This design comes from an exercise in tuning for small area, a short achievable clock period and few clock cycles per item on the open sky130 flow, not from production work.
In this exercise RTL edits were held to simulation tests only and were not proved equivalent to the original.
No activity file was given, so power comes from the tool's default toggle rates.

<file path="design/flow/config.mk">
export PLATFORM = sky130hd
export DESIGN_NAME = whorl_rsq
export DESIGN_NICKNAME = whorl_rsq
export VERILOG_FILES = /design/flow/design.v
export SDC_FILE = /design/flow/constraint.sdc
export NUM_CORES = 4
export LEC_CHECK = 0
export CAP_MARGIN = 20
export CORE_MARGIN = 2
export CORE_UTILIZATION = 40
export PLACE_DENSITY = 0.6
export SLEW_MARGIN = 20
</file>
<file path="design/flow/constraint.sdc">
create_clock -name core_clock -period 11.0 [get_ports {clk}]
set_input_delay 2.2000 -clock core_clock [delete_from_list [all_inputs] [get_ports {clk}]]
set_output_delay 2.2000 -clock core_clock [all_outputs]
set_load 0.01 [all_outputs]
</file>
<file path="design/flow/design.v">
module whorl_rsq (
    input             clk,
    input             rst,           
    input             in_valid,
    output            in_ready,
    input             in_sqrt,       
    input      [31:0] in_a,
    output reg        out_valid,
    output reg [31:0] out_res,
    output reg        out_sat,
    output reg        out_divz,
    output reg        out_domain
);
    localparam [1:0] S_IDLE = 2'd0, S_RUN = 2'd1, S_ROUND = 2'd2;
    localparam [31:0] MAX32 = 32'h7FFF_FFFF;
    localparam [31:0] MIN32 = 32'h8000_0000;
    localparam [31:0] Q27   = 32'h0800_0000;    
    reg  [1:0]  state;
    reg         mode_sqrt;
    reg         neg;           
    reg  [4:0]  count;         
    reg  [31:0] divisor;       
    reg  [61:0] radicand;      
    reg  [33:0] rem;           
    reg  [31:0] q;             
    assign in_ready = (state == S_IDLE);
    wire        accept = in_valid && in_ready;
    wire [31:0] a_abs  = in_a[31] ? -in_a : in_a;
    wire [33:0] div_shift = {rem[32:0], 1'b0};
    wire        div_fit   = div_shift >= {2'b00, divisor};
    wire [33:0] div_rem   = div_fit ? div_shift - {2'b00, divisor} : div_shift;
    wire [33:0] sq_shift  = {rem[31:0], radicand[61:60]};
    wire [33:0] sq_trial  = {q[31:0], 2'b01};
    wire        sq_fit    = sq_shift >= sq_trial;
    wire [33:0] sq_rem    = sq_fit ? sq_shift - sq_trial : sq_shift;
    wire        rcp_up  = {rem[32:0], 1'b0} >= {2'b00, divisor};
    wire        sqrt_up = rem > {2'b00, q};
    wire [31:0] q_rnd   = q + ((mode_sqrt ? sqrt_up : rcp_up) ? 32'd1 : 32'd0);
    always @(posedge clk) begin
        if (rst) begin
            state     <= S_IDLE;
            out_valid <= 1'b0;
        end else begin
            out_valid <= 1'b0;
            case (state)
                S_IDLE: if (accept) begin
                    out_sat    <= 1'b0;
                    out_divz   <= 1'b0;
                    out_domain <= 1'b0;
                    mode_sqrt  <= in_sqrt;
                    neg        <= in_a[31];
                    divisor    <= a_abs;
                    radicand   <= {in_a[30:0], 31'd0};    
                    q          <= 32'd0;
                    if (in_sqrt) begin
                        if (in_a[31]) begin
                            out_res    <= 32'd0;
                            out_domain <= 1'b1;
                            out_valid  <= 1'b1;
                        end else begin
                            rem   <= 34'd0;
                            count <= 5'd29;            
                            state <= S_RUN;
                        end
                    end else begin
                        if (in_a == 32'd0) begin
                            out_res   <= MAX32;
                            out_divz  <= 1'b1;
                            out_valid <= 1'b1;
                        end else if (in_a == -Q27) begin
                            out_res   <= MIN32;
                            out_valid <= 1'b1;
                        end else if (a_abs <= Q27) begin
                            out_res   <= in_a[31] ? MIN32 : MAX32;
                            out_sat   <= 1'b1;
                            out_valid <= 1'b1;
                        end else begin
                            rem   <= {2'b00, Q27};     
                            count <= 5'd30;            
                            state <= S_RUN;
                        end
                    end
                end
                S_RUN: begin
                    if (mode_sqrt) begin
                        rem      <= sq_rem;
                        q        <= {q[30:0], sq_fit};
                        radicand <= {radicand[59:0], 2'b00};
                    end else begin
                        rem <= div_rem;
                        q   <= {q[30:0], div_fit};
                    end
                    count <= count - 5'd1;
                    if (count == 5'd0)
                        state <= S_ROUND;
                end
                S_ROUND: begin
                    out_res   <= (!mode_sqrt && neg) ? -q_rnd : q_rnd;
                    out_valid <= 1'b1;
                    state     <= S_IDLE;
                end
                default: state <= S_IDLE;
            endcase
        end
    end
endmodule
</file>
<file path="design/flow/run.sh">
#!/bin/bash
# synth_recipe.tcl (not shown) runs the flow's synth.tcl, then flattens the netlist and writes it again
# the make line also repeats each setting of config.mk as NAME=value (left out here)
make -C /OpenROAD-flow-scripts/flow DESIGN_CONFIG=/design/flow/config.mk WORK_HOME=/design/flow/orfs CLKGATE_MAP_FILE= SYNTH_SCRIPT=/design/flow/synth_recipe.tcl finish
</file>
==> run summary <==
==> power groups by stage <==
stage                     registers (uW)  clock network (uW)  logic, uW
after floorplan                      822                   0        471
after global placement               833                   0        625
after detailed placement             835                   0        622
after CTS                            820                 631        626
after global routing                 826                 652        707
final                                820                 617        631
==> synthesized netlist by cell type, drive strengths merged (4+ instances only) <==
cell type    n
a2111oi      4
a211o        4
a211oi      20
a21boi       6
a21o        33
a21oi      106
a221oi       4
a31oi       15
a41oi        6
and2        15
and3        19
and4         9
buf          9
clkbuf      76
edfxtp     171
ha          72
inv        102
mux2         9
mux2i       36
nand2      201
nand2b      13
nand3       31
nand3b       6
nand4       29
nor2       134
nor2b       12
nor3        48
nor4        21
o211a        4
o211ai       9
o21a        17
o21ai      106
o21bai      15
o22ai       19
o31a        11
o31ai       20
o41ai        6
or2          6
or3         12
xnor2      109
xor2        31
==> routing by layer <==
layer / GRT usage, % / wire, um / up-vias
li1: - / - / 5994
met1: 28.64 / 17640 / 5562
met2: 35.06 / 17540 / 331
met3: 3.011 / 1651 / 67
met4: 7.959 / 1118 / 0
met5: 0 / 0 / -
==> worst reg2reg max path, cell delays in order, from the launching register on <==
cell and delay [ns]:
edfxtp_1 0.46, inv_1 0.10, fa_1 0.38, nor2b_1 0.18, o31a_1 0.20, nor4_1 0.09, o41ai_1 0.28, buf_4 0.22
a22oi_1 0.08, a21o_1 0.18, buf_4 0.30, and2_1 0.29, a311oi_1 0.36, ha_1 0.30, ha_1 0.34, nand4_1 0.29
nor4_1 0.38, nand2_1 0.15, a221oi_1 0.36, nand4_1 0.28, nor4_2 0.54, a41oi_1 0.24, xnor2_1 0.20, o21ai_0 0.09
==> through the flow <==
step / instances / power (uW)
final: 2116 / 2068
after global routing: 2116 / 2185
after CTS: 2115 / 2077
after detailed placement: 2083 / 1457
after global placement: 2083 / 1457
after floorplan: 1627 / 1293
==> logic make-up (layout without fill, tap and decap cells) <==
| family | after synthesis | count (layout) |
|---|---|---|
| xor gates and xnor gates | 140 | 140 |
| DFF | 174 | 174 |
| and+or+nand+nor | 571 | 571 |
| buffers and inverters | 188 | 222 |
| muxes | 45 | 45 |
| adders and majority gates | 73 | 73 |
| AOI/OAI and AO/OA | 436 | 436 |
==> state kept, by name (all words and copies together), names as in the netlist <==
| name | count |
|---|---|
| rem | 34 |
| divisor | 32 |
| out_res | 32 |
| q | 32 |
| radicand | 31 |
| count | 5 |
| state | 2 |
| mode_sqrt | 1 |
| neg | 1 |
| out_divz | 1 |
| out_domain | 1 |
| out_sat | 1 |
| out_valid | 1 |
==> cell type report <==
class / instances / area [um2] / share of cell area (%)
multi-input cells: 1265 / 8208 / 52.02
flip-flops and latches: 174 / 5195 / 32.92
clock inverters: 15 / 148.9 / 0.9436
repair buffers: 87 / 845.8 / 5.360
well taps: 455 / 569.3 / 3.608
inverters: 103 / 386.6 / 2.450
clock buffers: 17 / 425.4 / 2.696
==> path summary, 6_finish.rpt <==
path,to,start,cells past startpoint,slack (ns)
hold / removal,radicand[38]$_DFFE_PP_,radicand[36]$_DFFE_PP_,2,0.51
setup / recovery,out_res[30]$_DFFE_PP_,rem[0]$_SDFFCE_PN0P_,23,4.44
hold reg to reg,radicand[38]$_DFFE_PP_,radicand[36]$_DFFE_PP_,2,0.51
setup reg to reg,out_res[30]$_DFFE_PP_,rem[0]$_SDFFCE_PN0P_,23,4.44
==> flow_summary.ini <==
[run_status]
status = finished clean

[setup_path]
cp-end-kind = flop
worst_ep_required_time_ns = 11.17
slowest_stage = nor4_2
max_stage_delay_ns = 0.54
critPathTopFamily = simple AND/OR/NAND/NOR gates
cp_max_fo = 55
start_kind = flop
criticalPathCategory = flop to flop
crit_arrival_ns = 6.73
crit_chain = inv_1 > fa_1 > nor2b_1 > o31a_1 > nor4_1 > o41ai_1 > buf_4 > a22oi_1 > a21o_1 > buf_4 > and2_1 > a311oi_1 > ha_1 > ha_1 > nand4_1 > nor4_1 > nand2_1 > a221oi_1 > nand4_1 > nor4_2 > a41oi_1 > xnor2_1 > o21ai_0
cp_num_buf_inv = 3

[pwr]
switching_share_pct = 34.36
combPwrFrac_pct = 30.5
power.leakage_uw = 0.005932
pwr-share-clk_pct = 29.8
p_int_uw = 1357
max-vdd-ir-drop_mv = 0.1166
seqPwrFrac_pct = 39.7
powerDensity_nw_per_um2 = 131.1
power.switching_uw = 710.6

[floorplanning]
die_h_um = 191.6
start_util_pct = 40.63
ios = 73
die-area_um2 = 36690
num_rows = 68
die_x_um = 191.6
core_um2 = 34630

[timing]
timing.fmax_mhz = 152.5
finClkSkew_ns = 0.01544
period_share_pct = 59.61
period_needed_ns = 6.557
drv_slew = 0
setup_slack_ns = 4.443
hold_ws_ns = 0.5124
finalHoldViolations = 0
rsz0062_at_grt = false
worstMarginPinSlew_ns = 1.056
setup_viol_count_final = 0
setup-tns-final_ns = 0
slew-limit-headroom_pct = 29.34

[place]
placed_area_um2 = 15180
place_ws_ns = 4.128
hpwl_mm = 29.23
gp_congestion = 0.9318
portBuffers = 72

[layout]
fin_area_um2 = 15780
drive_gt1_share_pct = 4.816
area_delta_synth_final_pct = 12.14
post-route-util_pct = 45.57
fillers = 3350
nets = 1757
num_antenna_cells = 0
layout_common_cells = nand2_1, edfxtp_1, nor2_1, xnor2_1, a21oi_1
final_common_cell = nand2_1

[global_route]
grt_max_degree = 56
grt_pass1_vias = 11340
grt_pass1_wl_mm = 61.33
grt.total_usage_pct = 21.39
antenna_found_initial = 0
overflow = 0

[cts]
h-tree-depth = 4
clock_path_buffers = 2
cts_resized = 0
clkSinkCount = 174
root_buffer = clkbuf_16
clkSlewWorstSetupHoldPaths_ns = 0.08
cts_buffers = 17
cts_setup_buffers = 0
cts_tree = yes
clk_latency_ns = 0.46
holdBufCountCts = 0

[logic_synthesis]
synth_nets = 1736
synth-simple-area-share_pct = 19.41
synth_fa_ha_area_share_pct = 6.545
synthTopCellsByArea = edfxtp_1, xnor2_1, ha_1, nand2_1, a21oi_1
synth_edf_count = 171
synth_xor_area_share_pct = 8.714
synthArstFlopShare_pct = 0
ys_seq_area_share_pct = 36.92
ys_warn_count = 1
synth_top_cell_by_area = edfxtp_1
netlist_area_um2 = 14070
synth_cells = 1627
synth-main-ff-cell = edfxtp_1
synth_compound_area_share_pct = 20.02
synth_top_family_by_area = compound AO/OA/AOI/OAI gates
ys_types = 74
syn_area_per_cell_um2 = 8.648
yosysTopAreaCellShare_pct = 36.49
synthMuxAreaShare_pct = 3.281
ys_ff_latch = 174

[drt]
viasPerCell = 5.649
via_count = 11950
ant_nets = 0
drt_iter0_drc = 632
drt_wl_total_mm = 37.95
drcViolationCount = 0
post_drt_wl_per_cell_um = 17.94
drtPass1Iterations = 5

[job]
drv_cap = 0

[hold_path]
min_path_type = flop to flop
Testbench counts, summed over its fixed seeds: cycles 516,408, items 16,000.

==> re-timing with driven ports <==
No port has a modelled driver above. Below, the same layout with a new extraction and two added sets of constraints. Step 1: set_driving_cell puts a clkbuf_16 on clk and a buf_2 on each other input, an assumption about the parent block. Step 2, shift: input delay + t, output delay - t, t = (earliest + latest rising clock arrival at the registers) / 2. This alone moves slack from input paths to output paths. Three values: no drivers, after step 1, after step 2; two values: the first two.
t (ns): 0.501
setup WS [ns]: 4.443 / 4.443 / 4.082
worst register clock-pin slew, ns: 0.08 / 0.08
After both steps setup and hold are still met in this run. The setup slack of this run moves by 0.000 ns with the drivers and by -0.361 ns with both steps.
